What follows belongs to an exercise in optimizing a design on an open flow for small area, a short achievable clock period and few clock cycles; a production flow would make more cautious choices.
In this exercise RTL edits were held to simulation tests only and were not proved equivalent to the original.
Power is estimated from default activity; no workload was simulated.

==> flow/design.v, too long to show whole: its modules and the start of the top module <==
// module thm_ff: 1299 lines
module thm_ff (
    input  wire        clk,
    input  wire        rst,
    input  wire        cmd_valid,
    output wire        cmd_ready,
    input  wire [1:0]  cmd_op,
    input  wire [4:0]  cmd_idx,
    input  wire [15:0] cmd_data,
    input  wire [11:0] cmd_half,
    input  wire [7:0]  cmd_w0,
    input  wire [7:0]  cmd_w1,
    input  wire [7:0]  cmd_w2,
    input  wire [7:0]  cmd_w3,
    input  wire [15:0] cmd_gain,
    input  wire [15:0] cmd_dclk,
    input  wire [15:0] cmd_heat,
    input  wire [15:0] cmd_stamp,
    input  wire [1:0]  cmd_dist,
    input  wire        cmd_last,
    output reg         res_valid,
    output wire [15:0] res_q,
    output wire [15:0] res_ff
);
  // ...
==> flow/flow/run.sh <==
#!/bin/bash
# The standard layout (the standard.sh: standard synthesis, floorplan,
# placement, CTS, routing) with a larger setup slack margin for ORFS's timing
# repair, so that repair_timing sizes and buffers the design towards a
# shorter period than the 12 ns clock asks for. The SDC is not changed.
set -euo pipefail
MARGIN=$(cat flow/margin.txt)
bash standard.sh SETUP_SLACK_MARGIN=$MARGIN finish > standard.log 2>&1
==> flow/flow/margin.txt <==
8.5
==> flow/standard.sh <==
#!/bin/bash
# synth_recipe.tcl (not shown) runs the flow's synth.tcl, then flattens the netlist and writes it again
# the make line also repeats each setting of config.mk as NAME=value (left out here)
make -C /OpenROAD-flow-scripts/flow DESIGN_CONFIG=/design/flow/config.mk WORK_HOME=/design/flow/orfs CLKGATE_MAP_FILE= SYNTH_SCRIPT=/design/flow/synth_recipe.tcl "${@:-finish}"
==> flow/config.mk <==
export PLATFORM = sky130hd
export DESIGN_NAME = thm_ff
export DESIGN_NICKNAME = thm_ff
export VERILOG_FILES = /design/flow/design.v
export SDC_FILE = /design/flow/constraint.sdc
export NUM_CORES = 4
export LEC_CHECK = 0
export CAP_MARGIN = 20
export CORE_MARGIN = 2
export CORE_UTILIZATION = 60
export PLACE_DENSITY = 0.75
export SLEW_MARGIN = 20
export SYNTH_MEMORY_MAX_BITS = 8192
==> flow/constraint.sdc <==
create_clock -name core_clock -period 12.0 [get_ports {clk}]
set_input_delay 2.4000 -clock core_clock [delete_from_list [all_inputs] [get_ports {clk}]]
set_output_delay 2.4000 -clock core_clock [all_outputs]
set_load 0.01 [all_outputs]
==> impl_results.md, run 1 <==
- Period utilization: 0.316
- Final TNS setup: 0 ps
- CTS Root Cell: clkbuf_16
- Synth Area in Simple Gates: 0.141
- Status: timing/DRC/antenna clean
- Non-clk buf share: 0.0365
- Clock group: 4.55 mW
- Clk cell area share: 0.0650
- TritonCTS clock tree: done
- Total power: 15.6 mW
- Switching Share: 0.366
- Initial Utilization: 0.606
- Sequential Power Share: 0.359
- Async set-reset flop share out of synthesis: 0
- Compound-Gate Fraction of Synth Area: 0.127
- Commonest non-fill, non-tap cells in the layout: dfxtp_1, nand2_1, inv_1
- Biggest consumer: registers
- Worst path max stage delay: 450 ps
- CTS Buffer Depth: 3
- Post-synth top cells: dfxtp_1, nand2_1, inv_1
- CP startpoint kind: flip-flop
- Met1 Use GR: 0.418
- Synth warnings: 5
- Vias in the first global route: 48840
- Dpl hpwl: 125 mm
- Final Instance Area: 0.0760 mm^2
- Rel. slew slack: 0.261
- Top FF cell, synth: dfxtp_1
- Req. time, crit path: 9600 ps
- Top Registers: rg x512, fq x48, p_w x32
- Hold_sp: d1_dist[1]$_DFF_P_
Testbench counts, summed over its fixed seeds: cycles 56,137.
==> inputs of run 2 (changes only) <==
--- a/flow/config.mk
+++ b/flow/config.mk
@@ -8,6 +8,8 @@
 export CAP_MARGIN = 20
 export CORE_MARGIN = 2
 export CORE_UTILIZATION = 60
+export CTS_CLUSTER_DIAMETER = 100
+export CTS_CLUSTER_SIZE = 22
 export PLACE_DENSITY = 0.75
 export SLEW_MARGIN = 20
 export SYNTH_MEMORY_MAX_BITS = 8192
==> impl_results.md, run 2 <==
- Worst setup EP type: output pin (unchanged)
- Routed vias: 48136 (was 49070)
- Die X-Extent: 338 um (unchanged)
- Cell with the most instances after synthesis: dfxtp_1 (unchanged)
- Final Instance Area: 0.0734 mm^2 (was 0.0760 mm^2)
- Final TNS setup: 0 ps (unchanged)
- Fin worst setup slack: 8250 ps (was 8210 ps)
- Worst-margin pin slew: 1100 ps (was 1110 ps)
- Synth Instances: 6514 (unchanged)
- Max reg flops: 512 (unchanged)
- Die ar.: 0.115 mm^2 (unchanged)
- Rel. slew slack: 0.265 (was 0.261)
- Post-synth cell types: 103 (unchanged)
- Top-area cell type share of the netlist area: 0.337 (unchanged)
- Die H: 338 um (unchanged)
- Req. time, crit path: 9600 ps (about the same)
- Async set-reset flop share out of synthesis: 0 (unchanged)
- # nets final: 7505 (was 7573)
- Final Hold Viols: 0 (unchanged)
- Synth area leader: dfxtp_1 (unchanged)
- Fillers: 8694 (was 8311)
- Vias in the first global route: 47707 (was 48840)
- Dpl hpwl: 125 mm (unchanged)
- Sink Count: 1371 (unchanged)
- Syn Nets: 7417 (unchanged)
- Buf/Inv on CP: 1 (unchanged)
- Maximum VDD drop: 0.144 mV (was 0.142 mV)
- Sequential Power Share: 0.401 (was 0.359)
- Clock latency (worst-skew pair): 740 ps (was 790 ps)
- Worst Skew: 78.1 ps (was 56.3 ps)
- Total GRT Usage: 0.302 (was 0.310)
- Clock power frac: 0.206 (was 0.292)
- Critical-path maximum fanout: 2 (unchanged)
- CP startpoint kind: flip-flop (unchanged)
- Slew Limit Fails: 0 (unchanged)
- HP Class: reg2reg (unchanged)
- CP Cell Sequence: buf_2 (unchanged)
- Top post-synthesis cells by area: dfxtp_1, edfxtp_1, fa_1, ha_1, and2_1 (unchanged)
- DRC viols: 0 (unchanged)
- Internal power: 8.60 mW (was 9.89 mW)
- Rows: 122 (unchanged)
- Drt first-iter violations: 4230 (was 4363)
- Post-synth top cells: dfxtp_1, nand2_1, inv_1 (unchanged)
- Pwr dens: 190 mW/mm^2 (was 205 mW/mm^2)
- Dpl ws: 7500 ps (unchanged)
- Period minus WS final: 3750 ps (was 3790 ps)
- Final WL: 176 mm (was 181 mm)
- Period utilization: 0.313 (was 0.316)
- DRT antenna net count: 0 (unchanged)
- Switching Share: 0.382 (was 0.366)
- Hold path cells: 0 (unchanged)
- Fmax: 267 MHz (was 264 MHz)
- Clk slew on worst S/H paths: 100 ps (was 60 ps)
- Commonest non-fill, non-tap cell in the layout: dfxtp_1 (unchanged)
- Initial Utilization: 0.606 (unchanged)
- Leak Pwr: 30.9 nW (was 32.1 nW)
- CP max stage cell: edfxtp_1 (unchanged)
- RSZ-0062 raised after global routing: yes (unchanged)
- Max Cap Viol: 0 (unchanged)
- Vias/cell: 5.92 (was 5.93)
- Largest net degree at the start of global routing: 73 (unchanged)
- Remaining Overflow, GRT: 0 (unchanged)
- Placed Area: 0.0700 mm^2 (unchanged)
- Combinational power share: 0.393 (was 0.350)
- Worst path max stage delay: 460 ps (was 450 ps)
- Crit path depth: 1 (unchanged)
- Placer congestion estimate: 1.00 (unchanged)
- Layout cell share with drive strength beyond 1: 0.0722 (was 0.0918)
- Commonest non-fill, non-tap cells in the layout: dfxtp_1, nand2_1, inv_1 (unchanged)
- TritonCTS buffer count: 76 (was 141)
- Status: timing/DRC/antenna clean (unchanged)
- DRT Pass-1 Iters: 8 (was 6)
- TritonCTS clock tree: done (unchanged)
- Switch Pwr: 5.32 mW (was 5.71 mW)
- Global-route wire length before repair: 271 mm (was 277 mm)
- Initial antenna violation count: 11 (was 8)
- CTS Buffer Depth: 3 (unchanged)
- Register area share after synthesis: 0.445 (unchanged)
- CORE AREA: 0.111 mm^2 (unchanged)
- Top FF cell, synth: dfxtp_1 (unchanged)
- Post-synth EDFFs: 241 (unchanged)
- Mean area per synthesized cell: 10.3 um^2 (unchanged)
- Syn-to-layout area delta: 9.31% (was 13.2%)
- Top Registers: rg x512, fq x48, p_w x32 (unchanged)
- Most flops, register: rg (unchanged)
- Wire per inst: 21.6 um (was 21.8 um)
- Final Setup Violations: 0 (unchanged)
- H-tree levels: 3 (was 4)
- I/O pins: 171 (unchanged)
- Seq cells post-synth: 1371 (unchanged)
- Post-Syn Area: 0.0671 mm^2 (unchanged)
- Number of port buffers: 170 (unchanged)
- Reg2reg path depth: 8 (unchanged)
- Synth warnings: 5 (unchanged)
- CTS Root Cell: clkbuf_16 (unchanged)
- CP Class: reg2out (unchanged)
- CP Data Arrival Time: 1350 ps (was 1390 ps)
- Cell family with most CP delay: flip-flops (unchanged)
==> run 2: power by group through the flow <==
stage / clock network, mW / registers, mW / logic, mW
finish: 2.87 / 5.58 / 5.47
detailed placement: 0 / 5.69 / 5.20
global placement: 0 / 5.68 / 5.12
floorplan: 0 / 5.38 / 3.99
CTS: 2.93 / 5.58 / 5.28
global route: 3.10 / 5.63 / 6.03
==> run 2: routing by layer <==
layer | GRT usage | vias to the layer above | wire (um)
li1 | - | 22458 | -
met1 | 0.413 | 23484 | 74300
met2 | 0.478 | 1795 | 80600
met3 | 0.0532 | 393 | 14000
met4 | 0.122 | 6 | 6980
met5 | 0 | - | 46
==> run 2: kinds of logic (layout without fill, tap and decap cells) <==
logic type,count (synthesis),count (layout),synth area share
fa+ha+maj,766,766,0.181
other cells,0,1,0
xor+xnor,195,195,0.0254
mux,173,173,0.0356
simple gates,1920,1920,0.141
buf+inv,774,904,0.0451
compound gates,1315,1316,0.127
flops,1371,1371,0.445
==> run 2: path summary, 6_finish.rpt <==
kind | start | endpoint | slack (ps)
max | u_mc[15]$_DFFE_PP_ | res_ff[15] | 8250
min | d6_e[3]$_DFF_P_ | m1_e[3]$_DFF_P_ | 290
max reg2reg | c_v$_DFF_P_ | rg[31][0]$_DFF_P_ | 8380
min reg2reg | d6_e[3]$_DFF_P_ | m1_e[3]$_DFF_P_ | 290
==> run 2: cell type report <==
class / count / area, um^2 / area share
tap: 1488 / 1860 / 0.0254
inverter: 492 / 1870 / 0.0255
multi-input combinational: 4370 / 34600 / 0.471
clock buffer: 103 / 2050 / 0.0279
sequential: 1371 / 29900 / 0.408
antenna: 1 / 2.50 / 0.0000341
clock inverter: 18 / 382 / 0.00520
timing repair buffer: 291 / 2710 / 0.0369
==> run 2: what timing repair did <==
action,4_1_cts,5_1_grt
gates cloned,2,1
hold buffers,0,0
setup buffers,29,27
endpoints found under the setup margin,192,254
gates resized for setup,188,85
pin swaps,5,15
==> run 2: stage by stage <==
stage / hold slack [ps] / instances / util / total power, mW
2_1_floorplan: 310 / 6514 / - / 9.37
3_3_place_gp: 310 / 7952 / 0.632 / 10.8
3_5_place_dp: 312 / 7952 / 0.632 / 10.9
4_1_cts: 288 / 8104 / 0.657 / 13.8
5_1_grt: 294 / 8133 / 0.662 / 14.8
6_report: 291 / 8134 / 0.662 / 13.9
==> run 2: worst reg2reg max path, delay by kind of cell (launching register included) <==
family           cells  cell delay, ps
AND/OR/NAND/NOR      8            3100
flip-flops           1             390
==> inputs of run 3 (changes only) <==
--- a/flow/config.mk
+++ b/flow/config.mk
@@ -9,7 +9,7 @@
 export CORE_MARGIN = 2
 export CORE_UTILIZATION = 60
 export CTS_CLUSTER_DIAMETER = 100
-export CTS_CLUSTER_SIZE = 22
+export CTS_CLUSTER_SIZE = 25
 export PLACE_DENSITY = 0.75
 export SLEW_MARGIN = 20
 export SYNTH_MEMORY_MAX_BITS = 8192
==> impl_results.md, run 3 <==
- Status: timing/DRC/antenna clean (unchanged)
- CP startpoint kind: flip-flop (unchanged)
- Cell with the most instances after synthesis: dfxtp_1 (unchanged)
- Worst-margin pin slew: 1060 ps (was 1100 ps)
- Routed vias: 48021 (was 48136)
- Cell family with most CP delay: flip-flops (unchanged)
- Final Hold Viols: 0 (unchanged)
- Post-synthesis xor/xnor area fraction: 0.0254 (unchanged)
- Final Setup Violations: 0 (unchanged)
- Top post-synthesis cells by area: dfxtp_1, edfxtp_1, fa_1, ha_1, and2_1 (unchanged)
- Worst Skew: 58.8 ps (was 78.1 ps)
- Worst setup EP type: output pin (unchanged)
- Final WL: 176 mm (about the same)
- Sink Count: 1371 (unchanged)
- Dpl ws: 7500 ps (unchanged)
- HP Class: reg2reg (unchanged)
- Slew Limit Fails: 0 (unchanged)
- Largest net degree at the start of global routing: 73 (unchanged)
- Mux share of post-synthesis cell area: 0.0356 (unchanged)
- CORE AREA: 0.111 mm^2 (unchanged)
- Dpl hpwl: 125 mm (unchanged)
- Placed Area: 0.0700 mm^2 (unchanged)
- TritonCTS buffer count: 69 (was 76)
- Synth Instances: 6514 (unchanged)
- Main combinational cell family by area after synthesis: adder cells (unchanged)
- Synth Area in Simple Gates: 0.141 (unchanged)
- Post-synth cell types: 103 (unchanged)
- Post-synth EDFFs: 241 (unchanged)
- I/O pins: 171 (unchanged)
- Initial Utilization: 0.606 (unchanged)
- Final Instance Area: 0.0732 mm^2 (was 0.0734 mm^2)
- Clock latency (worst-skew pair): 720 ps (was 740 ps)
- Commonest non-fill, non-tap cell in the layout: dfxtp_1 (unchanged)
- Syn-to-layout area delta: 9.06% (was 9.31%)
- Period minus WS final: 3770 ps (was 3750 ps)
- Worst hold endpoint: rg[17][15]$_DFF_P_ (was m1_e[3]$_DFF_P_)
- Req. time, crit path: 9600 ps (about the same)
- Initial antenna violation count: 9 (was 11)
- Post-synth top cells: dfxtp_1, nand2_1, inv_1 (unchanged)
- Critical-path maximum fanout: 2 (unchanged)
- Async set-reset flop share out of synthesis: 0 (unchanged)
- Rows: 122 (unchanged)
- Mean area per synthesized cell: 10.3 um^2 (unchanged)
- Die ar.: 0.115 mm^2 (unchanged)
- Wire per inst: 21.7 um (was 21.6 um)
- Clk slew on worst S/H paths: 110 ps (was 100 ps)
- Top FF cell, synth: dfxtp_1 (unchanged)
- # nets final: 7494 (was 7505)
- CTS Buffer Depth: 3 (unchanged)
- Global-route wire length before repair: 270 mm (was 271 mm)
- Syn Nets: 7417 (unchanged)
- Vias/cell: 5.91 (was 5.92)
- Die X-Extent: 338 um (unchanged)
- CP max stage cell: edfxtp_1 (unchanged)
- Final TNS setup: 0 ps (unchanged)
- Max reg flops: 512 (unchanged)
- Seq cells post-synth: 1371 (unchanged)
- Fillers: 8719 (was 8694)
- CP Class: reg2out (unchanged)
- Top Registers: rg x512, fq x48, p_w x32 (unchanged)
- Commonest non-fill, non-tap cells in the layout: dfxtp_1, nand2_1, inv_1 (unchanged)
- WHS: 314 ps (was 291 ps)
- Max Cap Viol: 0 (unchanged)
- Number of port buffers: 170 (unchanged)
- H-tree levels: 3 (unchanged)
- Hold path cells: 0 (unchanged)
- TritonCTS clock tree: done (unchanged)
- DRT antenna net count: 0 (unchanged)
- Fin worst setup slack: 8230 ps (was 8250 ps)
- Register area share after synthesis: 0.445 (unchanged)
- Drt first-iter violations: 4557 (was 4230)
- Rel. slew slack: 0.291 (was 0.265)
- Post-Synth Adder-Cell Area: 0.181 (unchanged)
- Placer congestion estimate: 1.00 (unchanged)
- Most flops, register: rg (unchanged)
- Vias in the first global route: 47589 (was 47707)
- Synth area leader: dfxtp_1 (unchanged)
- Crit path depth: 1 (unchanged)
- Total GRT Usage: 0.302 (about the same)
- R2R Path Start: c_v$_DFF_P_ (unchanged)
- CTS Root Cell: clkbuf_16 (unchanged)
- Period utilization: 0.314 (was 0.313)
- DRT Pass-1 Iters: 6 (was 8)
- Top-area cell type share of the netlist area: 0.337 (unchanged)
- RSZ-0062 raised after global routing: yes (unchanged)
- Compound-Gate Fraction of Synth Area: 0.127 (unchanged)
- Layout cell share with drive strength beyond 1: 0.0721 (was 0.0722)
- Pwr dens: 188 mW/mm^2 (was 190 mW/mm^2)
- Reg2reg path depth: 8 (unchanged)
- CP Cell Sequence: buf_6 (was buf_2)
- Hold_sp: rg[18][15]$_DFF_P_ (was d6_e[3]$_DFF_P_)
- Die H: 338 um (unchanged)
- Fmax: 265 MHz (was 267 MHz)
- Maximum VDD drop: 0.129 mV (was 0.144 mV)
- R2R Setup Slk: 8380 ps (about the same)
- Leak Pwr: 30.8 nW (was 30.9 nW)
- FF-to-FF End: rg[7][2]$_DFF_P_ (was rg[31][0]$_DFF_P_)
- Remaining Overflow, GRT: 0 (unchanged)
- ANT cells: 0 (was 1)
- CP Data Arrival Time: 1370 ps (was 1350 ps)
- DRC viols: 0 (unchanged)
- Post-Syn Area: 0.0671 mm^2 (unchanged)
- Worst path max stage delay: 480 ps (was 460 ps)
- Buf/Inv on CP: 1 (unchanged)
- Hold-fix buffers, CTS: 0 (unchanged)
- Synth warnings: 5 (unchanged)
==> run 3: worst max path at each step <==
stage,from,end
finish,u_mc[2]$_DFFE_PP_,res_ff[2]
global placement,cmd_valid,nseg[1]$_SDFF_PP0_
global route,c_v$_DFF_P_,rg[7][0]$_DFF_P_
detailed placement,fst[0]$_SDFFE_PP0P_,gain[9]$_SDFFE_PP0P_
CTS,u_mc[1]$_DFFE_PP_,res_ff[1]
floorplan,rst,nseg[1]$_SDFF_PP0_
==> run 3: kinds of logic (layout without fill, tap and decap cells) <==
logic type | Yosys count | in the layout
buf+inv | 774 | 892
fa+ha+maj | 766 | 766
flops | 1371 | 1371
simple gates | 1920 | 1920
compound gates | 1315 | 1316
xor+xnor | 195 | 195
mux | 173 | 173
==> run 3: layout make-up <==
cell class | instances | area, um^2 | area share
multi-input combinational | 4370 | 34600 | 0.473
sequential | 1371 | 29900 | 0.409
clock buffer | 91 | 1810 | 0.0247
clock inverter | 22 | 392 | 0.00535
timing repair buffer | 287 | 2710 | 0.0370
inverter | 492 | 1870 | 0.0255
tap | 1488 | 1860 | 0.0254
==> run 3: through the flow <==
stage          cells  utilization  power, mW
4_1_cts         8095        0.655       13.6
3_3_place_gp    7952        0.632       10.8
6_report        8121        0.660       13.8
3_5_place_dp    7952        0.632       10.9
2_1_floorplan   6514            -       9.37
5_1_grt         8121        0.660       14.6
==> run 3: per-layer routing <==
metal	vias up	wire length, um	GRT usage
met4	2	6770	0.118
met1	23517	75200	0.414
met2	1684	80800	0.477
met5	-	17	0
met3	387	13400	0.0527
li1	22431	-	-
==> run 3: repair_timing <==
item,in CTS,in global routing
setup buffers,28,24
gates cloned,2,1
pin swaps,4,22
setup endpoints to repair,191,303
resized for setup,195,90
==> run 3: power by group <==
part | switching (mW) | total, mW | internal [mW]
clock network | 1.57 | 2.72 | 1.15
logic | 3.25 | 5.46 | 2.21
registers | 0.494 | 5.58 | 5.09
total | 5.31 | 13.8 | 8.45
==> inputs of run 4 (changes only) <==
==> flow/flow/margin.txt (replaced) <==
8.25
--- a/flow/config.mk
+++ b/flow/config.mk
@@ -9,7 +9,7 @@
 export CORE_MARGIN = 2
 export CORE_UTILIZATION = 60
 export CTS_CLUSTER_DIAMETER = 100
-export CTS_CLUSTER_SIZE = 25
+export CTS_CLUSTER_SIZE = 22
 export PLACE_DENSITY = 0.75
 export SLEW_MARGIN = 20
 export SYNTH_MEMORY_MAX_BITS = 8192
==> impl_results.md, run 4 <==
- Fmax: 262 MHz (was 265 MHz)
- Dpl ws: 7310 ps (was 7500 ps)
- Initial Utilization: 0.606 (unchanged)
- Synth Instances: 6514 (unchanged)
- I/O pins: 171 (unchanged)
- Buf/Inv on CP: 1 (unchanged)
- CTS Buffer Depth: 3 (unchanged)
- CTS Root Cell: clkbuf_16 (unchanged)
- Async set-reset flop share out of synthesis: 0 (unchanged)
- Mean area per synthesized cell: 10.3 um^2 (unchanged)
- Die ar.: 0.115 mm^2 (unchanged)
- CP Data Arrival Time: 1420 ps (was 1370 ps)
- CP max stage cell: edfxtp_1 (unchanged)
- Period minus WS final: 3820 ps (was 3770 ps)
- Post-Syn Area: 0.0671 mm^2 (unchanged)
- Synth area leader: dfxtp_1 (unchanged)
- Pwr dens: 190 mW/mm^2 (was 188 mW/mm^2)
- Worst-margin pin slew: 1140 ps (was 1060 ps)
- Cell with the most instances after synthesis: dfxtp_1 (unchanged)
- Period utilization: 0.318 (was 0.314)
- Top-area cell type share of the netlist area: 0.337 (unchanged)
- Final WL: 177 mm (was 176 mm)
- R2R Setup Slk: 8330 ps (was 8380 ps)
- Final Setup Violations: 0 (unchanged)
- Status: timing/DRC/antenna clean (unchanged)
- DRC viols: 0 (unchanged)
- Initial antenna violation count: 6 (was 9)
- Number of port buffers: 170 (unchanged)
- Worst path max stage delay: 510 ps (was 480 ps)
- Final Hold Viols: 0 (unchanged)
- Drt first-iter violations: 4308 (was 4557)
- TritonCTS buffer count: 75 (was 69)
- Syn Nets: 7417 (unchanged)
- Cell family with most CP delay: flip-flops (unchanged)
- # nets final: 7487 (was 7494)
- HP Class: reg2reg (unchanged)
- Top FF cell, synth: dfxtp_1 (unchanged)
- Commonest non-fill, non-tap cells in the layout: dfxtp_1, nand2_1, inv_1 (unchanged)
- Dpl hpwl: 129 mm (was 125 mm)
- Max Cap Viol: 0 (unchanged)
- Clk slew on worst S/H paths: 100 ps (was 110 ps)
- Rel. slew slack: 0.241 (was 0.291)
- Clock latency (worst-skew pair): 720 ps (about the same)
- Slew Limit Fails: 0 (unchanged)
- H-tree levels: 3 (unchanged)
- Remaining Overflow, GRT: 0 (unchanged)
- Worst setup EP type: output pin (unchanged)
- Top Registers: rg x512, fq x48, p_w x32 (unchanged)
- Syn-to-layout area delta: 8.31% (was 9.06%)
- Sink Count: 1371 (unchanged)
- Routed vias: 48039 (was 48021)
- Post-synth cell types: 103 (unchanged)
- Post-synth EDFFs: 241 (unchanged)
- Final TNS setup: 0 ps (unchanged)
- DRT Pass-1 Iters: 6 (unchanged)
- DRT antenna net count: 0 (unchanged)
- TritonCTS clock tree: done (unchanged)
- Die X-Extent: 338 um (unchanged)
- WHS: 308 ps (was 314 ps)
- Fin worst setup slack: 8180 ps (was 8230 ps)
- Worst Skew: 71.2 ps (was 58.8 ps)
- Placer congestion estimate: 1.03 (was 1.00)
- RSZ-0062 raised after global routing: yes (unchanged)
- Vias/cell: 5.92 (was 5.91)
- Leak Pwr: 30.7 nW (was 30.8 nW)
- Die H: 338 um (unchanged)
- Layout cell share with drive strength beyond 1: 0.0640 (was 0.0721)
- Vias in the first global route: 47590 (was 47589)
- Register area share after synthesis: 0.445 (unchanged)
- Rows: 122 (unchanged)
- CP startpoint kind: flip-flop (unchanged)
- Top post-synthesis cells by area: dfxtp_1, edfxtp_1, fa_1, ha_1, and2_1 (unchanged)
- Commonest non-fill, non-tap cell in the layout: dfxtp_1 (unchanged)
- Max reg flops: 512 (unchanged)
- Fillers: 8785 (was 8719)
- CP Cell Sequence: buf_2 (was buf_6)
- Wire per inst: 21.9 um (was 21.7 um)
- Largest net degree at the start of global routing: 84 (was 73)
- Maximum VDD drop: 0.208 mV (was 0.129 mV)
- Critical-path maximum fanout: 3 (was 2)
- Most flops, register: rg (unchanged)
- Seq cells post-synth: 1371 (unchanged)
- Total GRT Usage: 0.306 (was 0.302)
- Hold-fix buffers, CTS: 0 (unchanged)
- CP Class: reg2out (unchanged)
- Post-synth top cells: dfxtp_1, nand2_1, inv_1 (unchanged)
- Global-route wire length before repair: 274 mm (was 270 mm)
- Req. time, crit path: 9600 ps (about the same)
- Synth warnings: 5 (unchanged)
- CORE AREA: 0.111 mm^2 (unchanged)
- ANT cells: 0 (unchanged)
## run 4: changes by cell type in the layout (fill, tap and decap cells not counted), sizes merged
cell           previous run  this run
dlygate4sd2               3         2
bufbuf                    1         0
bufinv                    1         0
clkinv                   14        13
clkdlybuf4s15             0         1
clkinvlp                  4         2
buf                     149       138
clkbuf                   92       104
## run 4: power by group
| group | switching (mW) | internal [mW] |
|---|---|---|
| sequential | 0.529 | 5.08 |
| clock | 1.55 | 1.21 |
| combinational | 3.23 | 2.19 |
## run 4: stage by stage
step,area (um^2),util,power [mW],instances
finish,72700,0.656,13.8,8117
CTS,72400,0.654,13.7,8103
detailed placement,70100,0.633,10.9,7964
global route,72700,0.656,14.6,8117
global placement,70100,0.633,10.8,7964
floorplan,67100,-,9.37,6514
## run 4: per-layer routing
| layer | GRT usage | wire length, um |
|---|---|---|
| met3 | 0.0489 | 14200 |
| met2 | 0.474 | 79000 |
| met1 | 0.437 | 77700 |
| met5 | 0 | 0 |
| met4 | 0.107 | 6420 |
## run 4: cells by family (layout without fill, tap and decap cells)
kind of cell / after synthesis / after routing / synth area share
compound gates: 1315 / 1316 / 0.127
xor+xnor: 195 / 195 / 0.0254
fa+ha+maj: 766 / 766 / 0.181
buf+inv: 774 / 888 / 0.0451
flops: 1371 / 1371 / 0.445
mux: 173 / 173 / 0.0356
simple gates: 1920 / 1920 / 0.141
## run 4: final cells by class
cell class	instances	area, um^2	share of cell area
Timing Repair Buffer	274	2390	0.0329
Clock inverter	18	278	0.00382
Sequential cell	1371	29900	0.411
Multi-Input combinational cell	4370	34400	0.473
Inverter	492	1850	0.0255
Clock buffer	104	2010	0.0276
Tap cell	1488	1860	0.0256
## run 4: worst paths after layout
kind | startpoint | end | cells after the start
max reg2reg | u_mc[0]$_DFFE_PP_ | u_ppx[16]$_SDFFCE_PP0P_ | 15
min reg2reg | d6_t[14]$_DFF_P_ | m1_t[6]$_DFF_P_ | 0
min | d6_t[14]$_DFF_P_ | m1_t[6]$_DFF_P_ | 0
max | u_mc[7]$_DFFE_PP_ | res_ff[7] | 1
## run 4: timing repair
| action | in CTS | in global routing |
|---|---|---|
| setup endpoints to repair | 136 | 156 |
| endpoints found under the hold margin | 0 | 0 |
| gates cloned | 0 | 1 |
| resized for setup | 161 | 31 |
| pin swaps | 1 | 4 |
| setup buffers | 17 | 13 |
==> inputs of run 5 (changes only) <==
==> flow/flow/margin.txt (replaced) <==
8.5
--- a/flow/config.mk
+++ b/flow/config.mk
@@ -7,9 +7,9 @@
 export LEC_CHECK = 0
 export CAP_MARGIN = 20
 export CORE_MARGIN = 2
-export CORE_UTILIZATION = 60
+export CORE_UTILIZATION = 70
 export CTS_CLUSTER_DIAMETER = 100
 export CTS_CLUSTER_SIZE = 22
-export PLACE_DENSITY = 0.75
+export PLACE_DENSITY = 0.85
 export SLEW_MARGIN = 20
 export SYNTH_MEMORY_MAX_BITS = 8192
==> impl_results.md, run 5 <==
- Status: timing/DRC/antenna clean (unchanged)
- Routed vias: 49970 (was 48039)
- Remaining Overflow, GRT: 0 (unchanged)
- Top Registers: rg x512, fq x48, p_w x32 (unchanged)
- Initial Utilization: 0.706 (was 0.606)
- Async set-reset flop share out of synthesis: 0 (unchanged)
- DRC viols: 0 (unchanged)
- Footprint of the multi-input gates: 0.0346 mm^2 (was 0.0344 mm^2)
- Hold-fix buffers, CTS: 0 (unchanged)
- I/O pins: 171 (unchanged)
- Worst setup EP type: output pin (unchanged)
- HP Class: reg2reg (unchanged)
- Busiest grt layer: met2 (unchanged)
- Buf/Inv on CP: 1 (unchanged)
- Main combinational cell family by area after synthesis: adder cells (unchanged)
- Post-Syn Area: 0.0671 mm^2 (unchanged)
- Post-synthesis xor/xnor area fraction: 0.0254 (unchanged)
- Cell with the most instances after synthesis: dfxtp_1 (unchanged)
- Fmax: 267 MHz (was 262 MHz)
- Pwr dens: 191 mW/mm^2 (was 190 mW/mm^2)
- Cell family with most CP delay: flip-flops (unchanged)
- Dpl hpwl: 128 mm (was 129 mm)
- Die ar.: 0.0984 mm^2 (was 0.115 mm^2)
- Synth area leader: dfxtp_1 (unchanged)
- CORE AREA: 0.0950 mm^2 (was 0.111 mm^2)
- Final TNS setup: 0 ps (unchanged)
- CP Data Arrival Time: 1340 ps (was 1420 ps)
- Rows: 113 (was 122)
- Leak Pwr: 30.9 nW (was 30.7 nW)
- Synth warnings: 5 (unchanged)
- Syn-to-layout area delta: 8.75% (was 8.31%)
- Fin worst setup slack: 8260 ps (was 8180 ps)
- CP startpoint kind: flip-flop (unchanged)
- Post-Synth Adder-Cell Area: 0.181 (unchanged)
- CP Launch Point: u_mc[1]$_DFFE_PP_ (was u_mc[7]$_DFFE_PP_)
- Vias in the first global route: 49897 (was 47590)
- Dpl ws: 7380 ps (was 7310 ps)
- Placer congestion estimate: 0.993 (was 1.03)
- Util after Layout: 0.768 (was 0.656)
- Top FF cell, synth: dfxtp_1 (unchanged)
- Commonest non-fill, non-tap cells in the layout: dfxtp_1, nand2_1, inv_1 (unchanged)
- Grt met3 use: 0.0671 (was 0.0489)
- Global-route wire length before repair: 281 mm (was 274 mm)
- TritonCTS buffer count: 75 (unchanged)
- Seq cells post-synth: 1371 (unchanged)
- CTS Root Cell: clkbuf_16 (unchanged)
- Total GRT Usage: 0.369 (was 0.306)
- Hold path cells: 0 (unchanged)
- CTS Buffer Depth: 3 (unchanged)
- Register area share after synthesis: 0.445 (unchanged)
- Critical-path maximum fanout: 2 (was 3)
- Worst-margin pin slew: 1100 ps (was 1140 ps)
- Seq. cell area: 0.0299 mm^2 (about the same)
- CP Class: reg2out (unchanged)
- Vias/cell: 6.31 (was 5.92)
- Die X-Extent: 314 um (was 338 um)
- Post-synth top cells: dfxtp_1, nand2_1, inv_1 (unchanged)
- R2R Setup Slk: 8440 ps (was 8330 ps)
- Reg2reg path depth: 16 (was 15)
- Initial antenna violation count: 16 (was 6)
- Worst hold endpoint: rg[21][15]$_DFF_P_ (was m1_t[6]$_DFF_P_)
- Commonest non-fill, non-tap cell in the layout: dfxtp_1 (unchanged)
- Synth Instances: 6514 (unchanged)
- CP max stage cell: edfxtp_1 (unchanged)
- Fillers: 6012 (was 8785)
- Mux share of post-synthesis cell area: 0.0356 (unchanged)
- # nets final: 7515 (was 7487)
- Clock latency (worst-skew pair): 720 ps (about the same)
- RSZ-0062 raised after global routing: yes (unchanged)
- Synth Area in Simple Gates: 0.141 (unchanged)
- Top post-synthesis cells by area: dfxtp_1, edfxtp_1, fa_1, ha_1, and2_1 (unchanged)
- Wire per inst: 23.3 um (was 21.9 um)
- Max reg flops: 512 (unchanged)
- TritonCTS clock tree: done (unchanged)
- Rel. slew slack: 0.263 (was 0.241)
- Met1 Use GR: 0.487 (was 0.437)
- FF-to-FF End: u_ppx[17]$_SDFFCE_PP0P_ (was u_ppx[16]$_SDFFCE_PP0P_)
- Period utilization: 0.312 (was 0.318)
- Max Cap Viol: 0 (unchanged)
- Req. time, crit path: 9600 ps (about the same)
- Grt met2 use: 0.605 (was 0.474)
- Most flops, register: rg (unchanged)
- Mean area per synthesized cell: 10.3 um^2 (unchanged)
- Hold_sp: rg[22][15]$_DFF_P_ (was d6_t[14]$_DFF_P_)
- Syn Nets: 7417 (unchanged)
- Compound-Gate Fraction of Synth Area: 0.127 (unchanged)
- Final WL: 184 mm (was 177 mm)
- DRT Pass-1 Iters: 8 (was 6)
- WHS: 314 ps (was 308 ps)
- Clk slew on worst S/H paths: 90 ps (was 100 ps)
- Slew Limit Fails: 0 (unchanged)
- Layout cell share with drive strength beyond 1: 0.0735 (was 0.0640)
- Post-synth EDFFs: 241 (unchanged)
- Sink Count: 1371 (unchanged)
- Largest net degree at the start of global routing: 85 (was 84)
- R2R Path Start: u_mc[0]$_DFFE_PP_ (unchanged)
- CP Cell Sequence: buf_2 (unchanged)
- Drt first-iter violations: 5673 (was 4308)
- Final Hold Viols: 0 (unchanged)
- Post-synth cell types: 103 (unchanged)
- Top-area cell type share of the netlist area: 0.337 (unchanged)
- H-tree levels: 3 (unchanged)
- Die H: 314 um (was 338 um)
- DRT antenna net count: 0 (unchanged)
- Maximum VDD drop: 0.194 mV (was 0.208 mV)
- Worst path max stage delay: 470 ps (was 510 ps)
- Period minus WS final: 3740 ps (was 3820 ps)
- Worst Skew: 48.4 ps (was 71.2 ps)
- Final Setup Violations: 0 (unchanged)
- Number of port buffers: 170 (unchanged)
==> run 5: cell counts after synthesis <==
Identical to the previous run, type by type.
==> run 5: kinds of logic after synthesis <==
kind of cell | Yosys count
compound gates | 1315
xor+xnor | 195
fa+ha+maj | 766
buf+inv | 774
flops | 1371
mux | 173
simple gates | 1920
==> run 5: worst max-delay path by stage <==
stage                                    end  slack [ps]  cells past startpoint
after floorplan           nseg[1]$_SDFF_PP0_        8190                      7
after global placement    nseg[1]$_SDFF_PP0_        7410                      8
after detailed placement  nseg[1]$_SDFF_PP0_        7380                      8
after CTS                          res_ff[1]        8230                      1
after global routing               res_ff[1]        8230                      1
final                              res_ff[1]        8260                      1
==> run 5: final cells by class <==
type / instances / share of cell area
repair inverters: 1 / 0.0000686
clock inverters: 13 / 0.00334
clock buffers: 107 / 0.0279
diodes: 2 / 0.0000686
repair buffers: 301 / 0.0374
well taps: 1265 / 0.0217
multi-input cells: 4370 / 0.474
inverters: 492 / 0.0257
flip-flops and latches: 1371 / 0.410
==> run 5: per-layer routing <==
layer / part of all wire / up-vias / wire, um
li1: - / 22476 / -
met1: 0.39 / 24386 / 72200
met2: 0.47 / 2571 / 86900
met3: 0.094 / 531 / 17300
met4: 0.043 / 6 / 7960
met5: 0.00017 / - / 32
==> run 5: what timing repair did <==
item / CTS / global route
buffers inserted: 25 / 37
resized for setup: 180 / 104
endpoints found under the setup margin: 174 / 283
gates cloned: 2 / 2
hold endpoints to repair: 0 / 0
pin swaps: 3 / 30
==> run 5: metrics by stage <==
stage / total power [mW] / instances / area [um^2]
global route: 14.7 / 7920 / 73000
global placement: 10.7 / 7733 / 69800
floorplan: 9.37 / 6514 / 67100
CTS: 13.7 / 7881 / 72300
finish: 14.0 / 7922 / 73000
detailed placement: 10.9 / 7734 / 69800
==> run 5: power by group <==
part           leakage [nW]  internal (mW)  total [mW]  switching (mW)
logic                  18.3           2.27        5.55            3.28
registers              11.5           5.09        5.63           0.545
clock network          1.09           1.23        2.78            1.55
==> inputs of run 6 (changes only) <==
==> flow/flow/margin.txt (replaced) <==
8.7
==> impl_results.md, run 6 <==
- Cell with the most instances after synthesis: dfxtp_1 (unchanged)
- Max Cap Viol: 0 (unchanged)
- Seq cells post-synth: 1371 (unchanged)
- Worst path max stage delay: 480 ps (was 470 ps)
- Global-route wire length before repair: 291 mm (was 281 mm)
- CORE AREA: 0.0950 mm^2 (unchanged)
- CTS Root Cell: clkbuf_16 (unchanged)
- Hold-fix buffers, CTS: 0 (unchanged)
- Placer congestion estimate: 0.987 (was 0.993)
- Final Hold Viols: 0 (unchanged)
- DRT Pass-1 Iters: 8 (unchanged)
- CP Cell Sequence: buf_6 (was buf_2)
- DRC viols: 0 (unchanged)
- Req. time, crit path: 9600 ps (about the same)
- Commonest non-fill, non-tap cell in the layout: dfxtp_1 (unchanged)
- Worst setup EP type: output pin (unchanged)
- Mean area per synthesized cell: 10.3 um^2 (unchanged)
- Top-area cell type share of the netlist area: 0.337 (unchanged)
- Die ar.: 0.0984 mm^2 (unchanged)
- RSZ-0062 raised after global routing: yes (unchanged)
- Die X-Extent: 314 um (unchanged)
- Synth Area in Simple Gates: 0.141 (unchanged)
- Slew Limit Fails: 0 (unchanged)
- Post-synth top cells: dfxtp_1, nand2_1, inv_1 (unchanged)
- Syn-to-layout area delta: 10.7% (was 8.75%)
- Synth Instances: 6514 (unchanged)
- Period minus WS final: 3770 ps (was 3740 ps)
- Worst Skew: 63.3 ps (was 48.4 ps)
- I/O pins: 171 (unchanged)
- Die H: 314 um (unchanged)
- Total GRT Usage: 0.384 (was 0.369)
- Most flops, register: rg (unchanged)
- Compound-Gate Fraction of Synth Area: 0.127 (unchanged)
- Maximum VDD drop: 0.189 mV (was 0.194 mV)
- Async set-reset flop share out of synthesis: 0 (unchanged)
- Sink Count: 1371 (unchanged)
- Routed vias: 51165 (was 49970)
- Fmax: 265 MHz (was 267 MHz)
- HP Class: reg2reg (unchanged)
- Cell family with most CP delay: flip-flops (unchanged)
- Rows: 113 (unchanged)
- CP Launch Point: u_mc[10]$_DFFE_PP_ (was u_mc[1]$_DFFE_PP_)
- Crit path depth: 1 (unchanged)
- Register area share after synthesis: 0.445 (unchanged)
- Mux share of post-synthesis cell area: 0.0356 (unchanged)
- Final WL: 197 mm (was 184 mm)
- Top Registers: rg x512, fq x48, p_w x32 (unchanged)
- Reg2reg path depth: 14 (was 16)
- Wire per inst: 24.6 um (was 23.3 um)
- R2R Setup Slk: 8640 ps (was 8440 ps)
- Post-Synth Adder-Cell Area: 0.181 (unchanged)
- FF-to-FF End: u_ppx[16]$_SDFFCE_PP0P_ (was u_ppx[17]$_SDFFCE_PP0P_)
- Top post-synthesis cells by area: dfxtp_1, edfxtp_1, fa_1, ha_1, and2_1 (unchanged)
- Dpl hpwl: 131 mm (was 128 mm)
- Main combinational cell family by area after synthesis: adder cells (unchanged)
- TritonCTS clock tree: done (unchanged)
- Final Instance Area: 0.0743 mm^2 (was 0.0730 mm^2)
- Initial antenna violation count: 10 (was 16)
- Final TNS setup: 0 ps (unchanged)
- Post-Syn Area: 0.0671 mm^2 (unchanged)
- # nets final: 7583 (was 7515)
- Drt first-iter violations: 6298 (was 5673)
- Commonest non-fill, non-tap cells in the layout: dfxtp_1, nand2_1, inv_1 (unchanged)
- Fin worst setup slack: 8230 ps (was 8260 ps)
- Period utilization: 0.314 (was 0.312)
- Synth warnings: 5 (unchanged)
- CP Data Arrival Time: 1370 ps (was 1340 ps)
- Clock latency (worst-skew pair): 730 ps (was 720 ps)
- Placed Area: 0.0699 mm^2 (was 0.0698 mm^2)
- Syn Nets: 7417 (unchanged)
- Buf/Inv on CP: 1 (unchanged)
- Top FF cell, synth: dfxtp_1 (unchanged)
- Vias/cell: 6.40 (was 6.31)
- Largest net degree at the start of global routing: 158 (was 85)
- CP max stage cell: edfxtp_1 (unchanged)
- Post-synth cell types: 103 (unchanged)
- Initial Utilization: 0.706 (unchanged)
- CP Class: reg2out (unchanged)
- R2R Path Start: u_mc[0]$_DFFE_PP_ (unchanged)
- Final Setup Violations: 0 (unchanged)
- Clk slew on worst S/H paths: 110 ps (was 90 ps)
- Layout cell share with drive strength beyond 1: 0.102 (was 0.0735)
- Max reg flops: 512 (unchanged)
- DRT antenna net count: 0 (unchanged)
- Rel. slew slack: 0.253 (was 0.263)
- Vias in the first global route: 50926 (was 49897)
- Worst-margin pin slew: 1120 ps (was 1100 ps)
- Post-synth EDFFs: 241 (unchanged)
- TritonCTS buffer count: 74 (was 75)
- Leak Pwr: 31.3 nW (was 30.9 nW)
- Number of port buffers: 170 (unchanged)
- Pwr dens: 193 mW/mm^2 (was 191 mW/mm^2)
- Crit path to: res_ff[10] (was res_ff[1])
- Remaining Overflow, GRT: 0 (unchanged)
- Critical-path maximum fanout: 2 (unchanged)
- CTS Buffer Depth: 3 (unchanged)
- Status: timing/DRC/antenna clean (unchanged)
- H-tree levels: 3 (unchanged)
- CP startpoint kind: flip-flop (unchanged)
- Dpl ws: 7440 ps (was 7380 ps)
- Post-synthesis xor/xnor area fraction: 0.0254 (unchanged)
- Synth area leader: dfxtp_1 (unchanged)
- Hold path cells: 0 (unchanged)
## run 6: repair_timing
item | CTS | global route
gates cloned | 6 | 8
setup buffers | 52 | 65
gates resized for setup | 274 | 227
pin swaps | 25 | 84
endpoints found under the setup margin | 364 | 263
## run 6: metrics by stage
| step | utilization | total power, mW | hold slack [ps] | cells |
|---|---|---|---|---|
| detailed placement | 0.735 | 10.9 | 312 | 7738 |
| floorplan | - | 9.37 | 310 | 6514 |
| global route | 0.782 | 15.0 | 320 | 7990 |
| CTS | 0.767 | 13.8 | 319 | 7914 |
| finish | 0.782 | 14.3 | 312 | 7991 |
| global placement | 0.735 | 10.8 | 310 | 7738 |
## run 6: logic make-up after synthesis
family                   Yosys count
adder cells (fa/ha/maj)          766
AO/OA/AOI/OAI                   1315
buffers and inverters            774
XOR/XNOR                         195
AND/OR/NAND/NOR                 1920
multiplexers                     173
flip-flops                      1371
## run 6: worst min-delay path by stage
stage | from | endpoint | slack [ps]
floorplan | pa_dist[0]$_DFF_P_ | d1_dist[0]$_DFF_P_ | 310
global placement | d5_heat[12]$_DFF_P_ | d6_heat[12]$_DFF_P_ | 310
detailed placement | d4_x[1]$_SDFF_PN1_ | d5_x[3]$_DFF_P_ | 310
CTS | rg[31][8]$_DFF_P_ | rg[30][8]$_DFF_P_ | 320
global route | rg[31][8]$_DFF_P_ | rg[30][8]$_DFF_P_ | 320
finish | d6_t[11]$_DFF_P_ | m1_t[3]$_DFF_P_ | 310
## run 6: final cells by class
type / instances / area (um^2)
sequential: 1371 / 30000
antenna: 4 / 10.0
inverter: 492 / 1890
timing repair inverter: 1 / 5.00
clock inverter: 12 / 294
tap: 1265 / 1580
fill: 5690 / 20700
multi-input combinational: 4372 / 35100
timing repair buffer: 368 / 3480
clock buffer: 106 / 1980
## run 6: routing by layer
metal | global-route usage | routed length (um)
met3 | 0.0825 | 20800
met1 | 0.505 | 74400
met4 | 0.176 | 10400
met2 | 0.614 | 90800
met5 | 0 | 73
## run 6: where the power goes
group / switching (mW) / internal (mW)
registers: 0.495 / 5.09
logic: 3.52 / 2.41
clock network: 1.57 / 1.22
==> inputs of run 7 (changes only) <==
==> flow/flow/margin.txt (replaced) <==
8.5
--- a/flow/config.mk
+++ b/flow/config.mk
@@ -8,8 +8,6 @@
 export CAP_MARGIN = 20
 export CORE_MARGIN = 2
 export CORE_UTILIZATION = 70
-export CTS_CLUSTER_DIAMETER = 100
-export CTS_CLUSTER_SIZE = 22
 export PLACE_DENSITY = 0.85
 export SLEW_MARGIN = 20
 export SYNTH_MEMORY_MAX_BITS = 8192
==> impl_results.md, run 7 <==
- Status: timing/DRC/antenna clean (unchanged)
- I/O pins: 171 (unchanged)
- Post-synth cell types: 103 (unchanged)
- CTS Buffer Depth: 3 (unchanged)
- Dpl ws: 7380 ps (was 7440 ps)
- CP Class: reg2out (unchanged)
- Fmax: 263 MHz (was 265 MHz)
- Post-synthesis xor/xnor area fraction: 0.0254 (unchanged)
- Req. time, crit path: 9600 ps (about the same)
- Post-synth EDFFs: 241 (unchanged)
- Initial antenna violation count: 19 (was 10)
- CTS Root Cell: clkbuf_16 (unchanged)
- Worst Skew: 59.3 ps (was 63.3 ps)
- CP max stage cell: edfxtp_1 (unchanged)
- Top FF cell, synth: dfxtp_1 (unchanged)
- Wire per inst: 24.5 um (was 24.6 um)
- DRT antenna net count: 0 (unchanged)
- RSZ-0062 raised after global routing: yes (unchanged)
- Largest net degree at the start of global routing: 85 (was 158)
- Top Registers: rg x512, fq x48, p_w x32 (unchanged)
- Placer congestion estimate: 0.993 (was 0.987)
- H-tree levels: 4 (was 3)
- TritonCTS clock tree: done (unchanged)
- Compound-Gate Fraction of Synth Area: 0.127 (unchanged)
- Combinational power share: 0.360 (was 0.415)
- Fillers: 5431 (was 5690)
- Final WL: 198 mm (was 197 mm)
- HP Class: reg2reg (unchanged)
- Die H: 314 um (unchanged)
- Critical-path maximum fanout: 2 (unchanged)
- Max reg flops: 512 (unchanged)
- DRT Pass-1 Iters: 9 (was 8)
- Post-Syn Area: 0.0671 mm^2 (unchanged)
- Commonest non-fill, non-tap cells in the layout: dfxtp_1, nand2_1, inv_1 (unchanged)
- Worst-margin pin slew: 1100 ps (was 1120 ps)
- Dpl hpwl: 128 mm (was 131 mm)
- Leak Pwr: 32.2 nW (was 31.3 nW)
- Synth area leader: dfxtp_1 (unchanged)
- Switch Pwr: 5.89 mW (was 5.59 mW)
- Sequential Power Share: 0.355 (was 0.390)
- Vias/cell: 6.41 (was 6.40)
- CP Data Arrival Time: 1410 ps (was 1370 ps)
- Top-area cell type share of the netlist area: 0.337 (unchanged)
- Layout cell share with drive strength beyond 1: 0.0938 (was 0.102)
- Cell family with most CP delay: flip-flops (unchanged)
- Fin worst setup slack: 8190 ps (was 8230 ps)
- Initial Utilization: 0.706 (unchanged)
- Mux share of post-synthesis cell area: 0.0356 (unchanged)
- Drt first-iter violations: 6299 (was 6298)
- Die X-Extent: 314 um (unchanged)
- Hold-fix buffers, CTS: 0 (unchanged)
- Clk slew on worst S/H paths: 60 ps (was 110 ps)
- Buf/Inv on CP: 1 (unchanged)
- DRC viols: 0 (unchanged)
- Global-route wire length before repair: 298 mm (was 291 mm)
- Synth warnings: 5 (unchanged)
- Synth Area in Simple Gates: 0.141 (unchanged)
- Routed vias: 51798 (was 51165)
- Mean area per synthesized cell: 10.3 um^2 (unchanged)
- Register area share after synthesis: 0.445 (unchanged)
- Worst setup EP type: output pin (unchanged)
- Period utilization: 0.317 (was 0.314)
- Internal power: 9.95 mW (was 8.72 mW)
- Synth Instances: 6514 (unchanged)
- Total GRT Usage: 0.395 (was 0.384)
- Sink Count: 1371 (unchanged)
- Die ar.: 0.0984 mm^2 (unchanged)
- Slew Limit Fails: 0 (unchanged)
- # nets final: 7594 (was 7583)
- Syn Nets: 7417 (unchanged)
- Commonest non-fill, non-tap cell in the layout: dfxtp_1 (unchanged)
- CP startpoint kind: flip-flop (unchanged)
- Number of port buffers: 170 (unchanged)
- Rel. slew slack: 0.268 (was 0.253)
- Period minus WS final: 3810 ps (was 3770 ps)
- Most flops, register: rg (unchanged)
- Maximum VDD drop: 0.219 mV (was 0.189 mV)
- CP Cell Sequence: buf_2 (was buf_6)
- Max Cap Viol: 0 (unchanged)
- Pwr dens: 209 mW/mm^2 (was 193 mW/mm^2)
- Main combinational cell family by area after synthesis: adder cells (unchanged)
- Seq cells post-synth: 1371 (unchanged)
- Post-Synth Adder-Cell Area: 0.181 (unchanged)
- Syn-to-layout area delta: 12.8% (was 10.7%)
- Final Setup Violations: 0 (unchanged)
- Async set-reset flop share out of synthesis: 0 (unchanged)
- Top post-synthesis cells by area: dfxtp_1, edfxtp_1, fa_1, ha_1, and2_1 (unchanged)
- Post-synth top cells: dfxtp_1, nand2_1, inv_1 (unchanged)
- Worst path max stage delay: 460 ps (was 480 ps)
- Clock latency (worst-skew pair): 800 ps (was 730 ps)
- Cell with the most instances after synthesis: dfxtp_1 (unchanged)
- Rows: 113 (unchanged)
- Final Hold Viols: 0 (unchanged)
- Clock power frac: 0.284 (was 0.195)
- Vias in the first global route: 52101 (was 50926)
- Switching Share: 0.372 (was 0.391)
- Final TNS setup: 0 ps (unchanged)
- R2R Setup Slk: 8490 ps (was 8640 ps)
- Remaining Overflow, GRT: 0 (unchanged)
- TritonCTS buffer count: 136 (was 74)
- CORE AREA: 0.0950 mm^2 (unchanged)
[run 7: changes by cell type in the layout (fill, tap and decap cells not counted), sizes merged, moves of 2 or more]
cell / delta
buf: -46
bufinv: +8
clkbuf: +78
inv: +8
clkinvlp: +2
clkdlybuf4s50: +4
clkinv: +34
dlymetal6s2s: -2
diode: +2
[run 7: kinds of logic (layout without fill, tap and decap cells)]
| group | count (synthesis) | after routing |
|---|---|---|
| DFF | 1371 | 1371 |
| and+or+nand+nor | 1920 | 1920 |
| other | 0 | 6 |
| AOI/OAI and AO/OA | 1315 | 1317 |
| muxes | 173 | 173 |
| buffers and inverters | 774 | 1062 |
| xor gates and xnor gates | 195 | 195 |
| adders and majority gates | 766 | 766 |
[run 7: final timing paths]
kind,from,to,cells past startpoint
setup / recovery,u_mc[1]$_DFFE_PP_,res_ff[1],1
setup reg to reg,half[2]$_SDFFE_PP0P_,d1_r[10]$_DFF_P_,14
hold reg to reg,rg[19][7]$_DFF_P_,rg[18][7]$_DFF_P_,0
hold / removal,rg[19][7]$_DFF_P_,rg[18][7]$_DFF_P_,0
[run 7: cell type report]
type	count	area (um^2)	area share
inverters	492	1870	0.0247
diodes	6	15.0	0.000198
repair buffers	318	2900	0.0382
multi-input cells	4371	34600	0.457
repair inverters	1	5.00	0.0000661
clock inverters	64	888	0.0117
flip-flops and latches	1371	29900	0.395
well taps	1265	1580	0.0209
clock buffers	187	3930	0.0519
[run 7: what timing repair did]
item / CTS / global route
setup endpoints to repair: 200 / 212
cloned: 3 / 3
resized for setup: 189 / 93
pin swaps: 6 / 20
setup buffers: 34 / 44
[run 7: layer usage]
| layer | share of wire | track usage | vias up |
|---|---|---|---|
| li1 | - | - | 22705 |
| met1 | 0.38 | 0.510 | 25222 |
| met2 | 0.47 | 0.636 | 3125 |
| met3 | 0.10 | 0.0824 | 738 |
| met4 | 0.052 | 0.194 | 8 |
| met5 | 0.00036 | 0 | - |
[run 7: power by group through the flow]
stage,logic (mW),registers (mW),clock network (mW)
global placement,5.04,5.70,0
detailed placement,5.18,5.72,0
global route,6.20,5.66,4.70
CTS,5.35,5.62,4.52
floorplan,3.99,5.38,0
finish,5.71,5.63,4.50
[run 7: stage by stage]
step           total power, mW   util  hold slack [ps]  area (um^2)  instances
5_1_grt                   16.6  0.797              324        75700       8069
3_3_place_gp              10.7  0.735              309        69800       7733
6_report                  15.8  0.797              312        75700       8075
3_5_place_dp              10.9  0.735              312        69800       7734
4_1_cts                   15.5  0.789              315        75000       8022
2_1_floorplan             9.37      -              310        67100       6514

## afterwards: timing with drivers on the ports
No port has a modelled driver above. Below, the same layouts with a new extraction and two added sets of constraints. Step 1 sets driving cells, clkbuf_16 on the clock port and buf_2 on the other inputs (assumed; they add their load-dependent delay and slew). Step 2 moves the port delays by t, midway between the first and last clock arrival at a register: inputs arrive t later, outputs are due t later. That takes back most of the time a late clock gives input paths. a / b / c = ideal ports / drivers / drivers and shift; a / b = the first two.
| run | t (ns) | setup WS [ns] | worst setup path at the end | worst register clock-pin slew, ns | worst data-port slew with drivers (ns) |
|---|---|---|---|---|---|
| run 1 | 0.834 | 8.205 / 8.130 / 7.722 | input to register | 0.07 / 0.07 | 0.14 |
| run 2 | 0.770 | 8.249 / 8.176 / 7.704 | input to register | 0.10 / 0.10 | 0.15 |
| run 3 | 0.770 | 8.233 / 8.158 / 7.736 | input to register | 0.11 / 0.11 | 0.14 |
| run 4 | 0.751 | 8.184 / 8.114 / 7.642 | input to register | 0.10 / 0.10 | 0.13 |
| run 5 | 0.770 | 8.259 / 8.184 / 7.707 | input to register | 0.10 / 0.10 | 0.15 |
| run 6 | 0.774 | 8.232 / 8.157 / 7.928 | input to register | 0.11 / 0.11 | 0.16 |
| run 7 | 0.849 | 8.191 / 8.113 / 7.586 | input to register | 0.08 / 0.08 | 0.15 |
After both steps every run listed still meets setup and hold. For run 7, which loses most, drivers alone change the setup slack by -0.078 ns; drivers and shift together by -0.605 ns.
